Context: an optimization exercise on an open-source flow, tuned for small area, a short achievable clock period and few clock cycles per item. The choices shown serve that exercise and are no tape-out recipe.
No run shown here included a check of the RTL's function; only the layout flow was run.
Power is estimated from default activity; no workload was simulated.

==> flow/design.v (outline; a module is shown in full before it is edited, if it fits) <==
// module mdu36: 3289 lines
module mdu36 (
    input  wire        clk,
    input  wire        rst,
    input  wire        start,
    input  wire [3:0]  op,
    input  wire        ctm,
    input  wire [35:0] a,
    input  wire [35:0] b,
    input  wire [71:0] c,
    output wire        ready,
    output reg         done,
    output wire [35:0] result,
    output wire [35:0] result_hi,
    output reg         dz,
    output reg         ovf,
    output reg         trap
);
  // ...
==> flow/run.sh <==
#!/bin/bash
# synth_recipe.tcl (not shown) runs the flow's synth.tcl, then flattens the netlist and writes it again
# the make line also repeats each setting of config.mk as NAME=value (left out here)
make -C /OpenROAD-flow-scripts/flow DESIGN_CONFIG=/design/flow/config.mk WORK_HOME=/design/flow/orfs CLKGATE_MAP_FILE= SYNTH_SCRIPT=/design/flow/synth_recipe.tcl finish
==> flow/config.mk <==
export PLATFORM = sky130hd
export DESIGN_NAME = mdu36
export DESIGN_NICKNAME = mdu36
export VERILOG_FILES = /design/flow/design.v
export SDC_FILE = /design/flow/constraint.sdc
export NUM_CORES = 4
export LEC_CHECK = 0
export CAP_MARGIN = 20
export CORE_MARGIN = 2
export CORE_UTILIZATION = 40
export SLEW_MARGIN = 20
==> flow/constraint.sdc <==
create_clock -name core_clock -period 13.0 [get_ports {clk}]
set_input_delay 2.6000 -clock core_clock [delete_from_list [all_inputs] [get_ports {clk}]]
set_output_delay 2.6000 -clock core_clock [all_outputs]
set_load 0.01 [all_outputs]
==> results.txt, run 1 <==
pin count of the biggest net entering global routing 88; initial drt markers 9633; WL met3 42600 um; most frequent cells in the layout inv_1 (882), xnor2_1 (868), a22oi_1 (660); Largest Pwr Group combinational logic; GR peak layer met2; vias in the first global route 58700; number of buffers added for setup after CTS 0; post-synthesis xor/xnor area fraction 14.1%; final instance area 65600 sq um; Setup TNS 0 ps; sequential share of power 8.2%; Layout clock area frac 2.04%; grt total ovfl 0; fraction of area in multi-input gates 72.6%; simple-gate share of the synthesized area 10.3%; final wirelength 309000 um; Rows 142; gpl congestion 1.02; class of the worst hold path register to register; switching pwr 13.6 mW; Seq area share 10.3%; clock skew 19.0 ps; cts repair resizes 0; Signal inverters 897; Die Height 391 um; Avg WL per Cell 33.5 um; final core utilization 43.9%; Layout area overhead 9.28%; Worst Setup EP dd[22]; syn nets 8364; R2R Path Start sq_r; non-filler cells, final 9218; logic gate share of total power 86.9%; beginning of the worst hold path itc[3]; Sw Share 57.9%; Comb power 20.4 mW; unrepaired setup endpoints after global routing false; Tap Cells 2016; CP arrival 12340 ps; WL met1 117000 um; sequential cells 275; status no timing/DRC/antenna violations; Data buffer area share 6.02%; comb_multi_in 5473
==> run 2: changes to the inputs <==
--- a/flow/config.mk
+++ b/flow/config.mk
@@ -8,4 +8,5 @@
 export CAP_MARGIN = 20
 export CORE_MARGIN = 2
 export CORE_UTILIZATION = 40
+export SETUP_SLACK_MARGIN = 5
 export SLEW_MARGIN = 20
==> results.txt, run 2 <==
class of the worst hold path register to register; grt total ovfl 0 (unchanged); Synth Warn # 7; worst slew pin tran 1190 ps; area leader, netlist fa_1; clock skew 41.0 ps (+22.0 ps); FF+latch area 6760 sq um; layout cell share with drive strength beyond 1 18.3%; clock sink count 275; CP max FO 11; vias per cell 6.50; post-synth cell types 110; fmax 110 MHz; worst-skew pair later-pin latency 660 ps; fill count 14200; status no timing/DRC/antenna violations; Layout area overhead 22.5%; VDD IR-drop max 0.271 mV; setup slack after layout 3870 ps; final setup vio count 0; area share of the largest cell type after synthesis 21.9%; Mapped Area 60000 sq um; Avg WL per Cell 32.5 um (-3.1%); die area 153000 sq um; Slowest-stage cell, CP a2111o_1; Seq/Total Area, Yosys 11.3%; drt drc 0; H-tree Lvls 2; first-pass GRT wire length 441000 um; initial antenna violation count 23; top cell family by delay on the critical path compound AO/OA/AOI/OAI gates; Bufs and invs on worst path 11; Reg clk slew, reported paths 70 ps; nets 8584; post-DP HPWL 218000 um; beginning of the worst hold path itc[3]; die width 391 um; Core ar. 149000 sq um; Setup crit end kind register; asr flop ratio synth 0%; Synth Flop Type dfxtp_1; Worst EP required 13400 ps; vias in the first global route 61300 (+4.3%); Max clock buf depth 3; CP peak stage delay 460 ps; PD cells 332 nW/um^2; main area contributors after synthesis fa_1 (22%), xnor2_1 (13%), a22oi_1 (8.3%); Initial Utilization 40.2%; Multi-input gate area 51600 sq um; I/O pin cnt 229; Die Height 391 um (unchanged); Mapped Cells 7275; Top Registers pc (72), ps (72), dd (38); Worst path most repeated cell buf_12; startpoint types register; final core utilization 49.2% (+5.3 points); drt pass-1 iters 7; total CTS buffers 39; port bufs 228; Crit Path Category register to register; R2R Path Start sq_r; Hold WS 541 ps; gpl congestion 1.03 (+1.7%); Pwr Total 24.4 mW; cts hold-fix bufs 0; Via Count 62200; Leak 30.2 nW; relative slew slack 19.8%; gr usage total 39.6%; Critical Path Start sq_r; pin count of the biggest net entering global routing 76 (-14%); CTS Root Cell clkbuf_16; Place WS 1570 ps; Setup TNS 0 ps (unchanged); final wirelength 311000 um (+0.51%); period utilization 70.2%; most frequent cell after synthesis inv_1; synth cell count leaders inv_1 (885), xnor2_1 (868), a22oi_1 (660); Tmin final 9130 ps; max_cap viols 0; FF+latch count, synth 275; CP arrival 9530 ps (-2810 ps); Rows 142 (unchanged); unrepaired setup endpoints after global routing true; most frequent cells in the layout inv_1 (865), xnor2_1 (814), fa_1 (654); Post-DRT Antenna Nets 0; EDFF count, synth 125; syn nets 8364 (unchanged); Max Slew Vio Count 0; Synth Area per Inst 8.25 sq um; commonest non-fill, non-tap cell in the layout inv_1; CTS tree done; initial drt markers 9376 (-2.7%); final hold viol count 0
[run 2: cell counts after synthesis]
No cell type changed its count.
[run 2: tightest hold or removal path, delay by kind of cell, from the launching register on]
kind | cells | cell delay, ps
AO/OA/AOI/OAI | 1 | 60
flip-flops | 1 | 330
AND/OR/NAND/NOR | 1 | 110
[run 2: logic make-up after synthesis]
family	count (synthesis)	synth area share [%]
buf+inv	1527	9.70
flops	275	11.3
compound gates	2176	24.6
xor+xnor	963	14.1
fa+ha+maj	937	27.8
simple gates	1266	10.3
mux	131	2.28
[run 2: final cells by class]
cell class / instances / area share [%]
clock buffers: 50 / 1.48
repair inverters: 2 / 0.0238
clock inverters: 20 / 0.381
well taps: 2016 / 3.43
inverters: 897 / 4.71
diodes: 18 / 0.0612
flip-flops and latches: 275 / 9.19
repair buffers: 802 / 10.5
multi-input cells: 5478 / 70.2
[run 2: worst paths after layout]
kind / cells past startpoint / slack [ps] / endpoint
setup / recovery: 41 / 3870 / dd[12]
setup reg to reg: 41 / 3870 / dd[12]
hold reg to reg: 2 / 540 / itc[3]
hold / removal: 2 / 540 / itc[3]
[run 2: stage by stage]
| step | cell area, sq um | instances |
|---|---|---|
| 2_1_floorplan | 61000 | 7275 |
| 3_5_place_dp | 64200 | 9064 |
| 3_3_place_gp | 64200 | 9064 |
| 5_1_grt | 73500 | 9552 |
| 6_report | 73500 | 9558 |
| 4_1_cts | 72000 | 9469 |
[run 2: timing repair]
action / CTS / global route
hold endpoints to repair: 0 / 0
resized for setup: 750 / 211
pin swaps: 237 / 113
buffers inserted: 308 / 67
setup endpoints to repair: 168 / 137
gates cloned: 27 / 4
[run 2: power by group]
part	switching, mW	internal [mW]
Clock	0.502	0.698
Sequential	0.358	1.60
Combinational	12.6	8.63
[run 2: per-layer routing]
metal  vias up  wire (um)  GRT usage, %
li1      25600          -             -
met1     30500     115000          50.7
met2      4812     125000          55.5
met3      1226      43500          13.3
met4        10      27100          28.1
met5         -         69             0
==> run 3: changes to the inputs <==
--- a/flow/config.mk
+++ b/flow/config.mk
@@ -8,5 +8,5 @@
 export CAP_MARGIN = 20
 export CORE_MARGIN = 2
 export CORE_UTILIZATION = 40
-export SETUP_SLACK_MARGIN = 5
+export SETUP_SLACK_MARGIN = 3
 export SLEW_MARGIN = 20
==> results.txt, run 3 <==
syn nets 8364 (unchanged); initial drt markers 8998 (-4.0%); Slowest-stage cell, CP clkdlybuf4s50_1; synth cell count leaders inv_1 (885), xnor2_1 (868), a22oi_1 (660); port bufs 228 (unchanged); commonest non-fill, non-tap cell in the layout inv_1; Synth Warn # 7 (unchanged); Core ar. 149000 sq um (unchanged); Setup crit end kind register; clock sink count 275 (unchanged); most frequent cells in the layout inv_1 (880), xnor2_1 (850), a22oi_1 (659); worst hold endpoint itc[3]; relative slew slack 16.1% (-3.7 points); Seq/Total Area, Yosys 11.3% (unchanged); gr usage total 39.0% (-0.62 points); cts hold-fix bufs 0 (unchanged); final wirelength 306000 um (-1.7%); worst slew pin tran 1240 ps (+48.6 ps); Die Height 391 um (unchanged); final hold viol count 0 (unchanged); Top Registers pc (72), ps (72), dd (38); period utilization 76.4% (+6.1 points); CP peak stage delay 740 ps (+280 ps); nets 8264 (-3.7%); Cells after DPL 9115 (+0.56%); die width 391 um (unchanged); initial antenna violation count 31 (+35%); max_cap viols 0 (unchanged); VDD IR-drop max 0.496 mV (+83%); Worst EP required 13320 ps (-80 ps); Via Count 60500 (-2.7%); Layout area overhead 10.8%; fill count 14900 (+5.0%); grt total ovfl 0 (unchanged); first-pass GRT wire length 433000 um (-1.8%); Synth Area per Inst 8.25 sq um (unchanged); Max Slew Vio Count 0 (unchanged); area share of the largest cell type after synthesis 21.9% (unchanged); unrepaired setup endpoints after global routing true; vias per cell 6.55 (+0.77%); Post-DP Area 64100 sq um (-0.24%); non-filler cells, final 9229 (-3.4%); Hold WS 534 ps (-6.76 ps); FF+latch count, synth 275 (unchanged); clock skew 33.3 ps (-7.72 ps); asr flop ratio synth 0% (unchanged); post-DP HPWL 226000 um (+3.7%); total CTS buffers 39 (unchanged); beginning of the worst hold path itc[3]; EDFF count, synth 125 (unchanged); area leader, netlist fa_1; class of the worst hold path register to register; vias in the first global route 58900 (-3.9%); Leak 27.4 nW (-9.3%); CP arrival 10250 ps (+720 ps); Avg WL per Cell 33.1 um (+1.8%); final instance area 66500 sq um (-9.6%); setup slack, reg-to-reg 3280 ps (-590 ps); Initial Utilization 40.2% (unchanged); die area 153000 sq um (unchanged); PD cells 352 nW/um^2 (+6.1%); CP max FO 23 (+12); worst-skew pair later-pin latency 620 ps (-40 ps); H-tree Lvls 2 (unchanged); Hold Path Depth 2 (unchanged); drt drc 0 (unchanged); Tmin final 9930 ps (+794 ps); drt pass-1 iters 9 (+2); gpl congestion 1.03 (-0.33%); main area contributors after synthesis fa_1 (22%), xnor2_1 (13%), a22oi_1 (8.3%); CTS tree done; Post-DRT Antenna Nets 0 (unchanged); Max clock buf depth 3 (unchanged); CTS Root Cell clkbuf_16; I/O pin cnt 229 (unchanged); Worst path most repeated cell o21ai_0; r2r worst-path depth 41 (unchanged); pin count of the biggest net entering global routing 76 (unchanged); post-synth cell types 110 (unchanged); status no timing/DRC/antenna violations; worst reg2reg path endpoint dd[0]; final setup vio count 0 (unchanged); startpoint types input pin; Crit Path Category input pin to register; Reg clk slew, reported paths 60 ps (about the same); Rows 142 (unchanged); most frequent cell after synthesis inv_1; Mapped Area 60000 sq um (unchanged); fmax 101 MHz (-8.0%); Synth Flop Type dfxtp_1; R2R Path Start sq_r; Setup TNS 0 ps (unchanged); layout cell share with drive strength beyond 1 8.67% (-9.7 points); Mapped Cells 7275 (unchanged)
==> run 3: worst max path at each step <==
| stage | to | from | slack [ps] |
|---|---|---|---|
| 6_report | dd[30] | b[4] | 3070 |
| 5_1_grt | dd[25] | b[13] | 2930 |
| 4_1_cts | dr[34] | sq_r | 3010 |
| 3_5_place_dp | dr[34] | sq_r | 1460 |
| 3_3_place_gp | dr[4] | sq_r | 1610 |
| 2_1_floorplan | dr[1] | sq_r | 3030 |
==> run 3: final cells by class <==
cell class	count	area [sq um]	area share, %
Multi-Input combinational cell	5473	48200	72.5
Sequential cell	275	6760	10.2
Timing Repair Buffer	489	4250	6.39
Inverter	897	3380	5.09
Tap cell	2016	2520	3.79
Clock buffer	48	1070	1.61
Clock inverter	23	297	0.446
Antenna cell	8	20.0	0.0301
==> run 3: layer usage <==
metal	vias up	track usage (%)	part of all wire, %	wire (um)
met5	-	0	0.046	141
met4	24	22.7	7.2	21900
met3	1102	11.7	14	42000
met2	4751	55.7	40	124000
met1	29700	51.7	39	118000
li1	24900	-	-	-
==> run 3: what timing repair did <==
action,4_1_cts,5_1_grt
pin swaps,5,13
buffers inserted,6,27
resized for setup,50,100
setup endpoints to repair,75,75
cloned,2,0
==> run 3: kinds of logic after synthesis <==
group	share of synthesized area (%)
AOI/OAI and AO/OA	24.6
xor gates and xnor gates	14.1
adders and majority gates	27.8
buffers and inverters	9.70
DFF	11.3
muxes	2.28
and+or+nand+nor	10.3
==> run 3: critical path, delay by kind of cell <==
kind	cells	cell delay (ps)
compound gates	13	2670
xor+xnor	1	270
fa+ha+maj	3	1060
buf+inv	4	1410
mux	1	340
simple gates	8	1890
==> run 3: where the power goes <==
group          internal, mW  switching, mW  total, mW
logic                  7.62           12.7       20.3
registers              1.61          0.324       1.93
clock network         0.694          0.493       1.19
total                  9.92           13.5       23.4
==> run 3: per-stage QoR <==
step	setup WS, ps	util, %	power [mW]
after floorplan	3030	-	13.1
after global placement	1610	42.9	21.0
after detailed placement	1460	42.9	21.1
after CTS	3010	44.0	22.5
after global routing	2930	44.5	25.0
final	3070	44.5	23.4

## static timing again, ports no longer ideal
The flow's constraints put no driver on any port. The routed layouts listed below were extracted and timed again, unchanged, in two steps. Step 1, drivers: a clkbuf_16 drives clk and a buf_2 each remaining input, both assumed. Step 2, shift: input delay + t, output delay - t, t = (earliest + latest rising clock arrival at the registers) / 2. This alone moves slack from input paths to output paths. Three values: no drivers, after step 1, after step 2; two values: the first two.
run	t, ns	slack for setup (ns)	latest minus earliest clock arrival (ns)
run 1	0.708	1.083 / 1.083 / 1.083	0.043 / 0.043
run 2	0.728	3.868 / 3.868 / 3.737	0.043 / 0.043
run 3	0.692	3.074 / 3.065 / 2.373	0.040 / 0.040
After both steps every run listed still meets setup and hold. The setup slack of run 3, which loses most, moves by -0.009 ns with the drivers and by -0.701 ns with both steps.
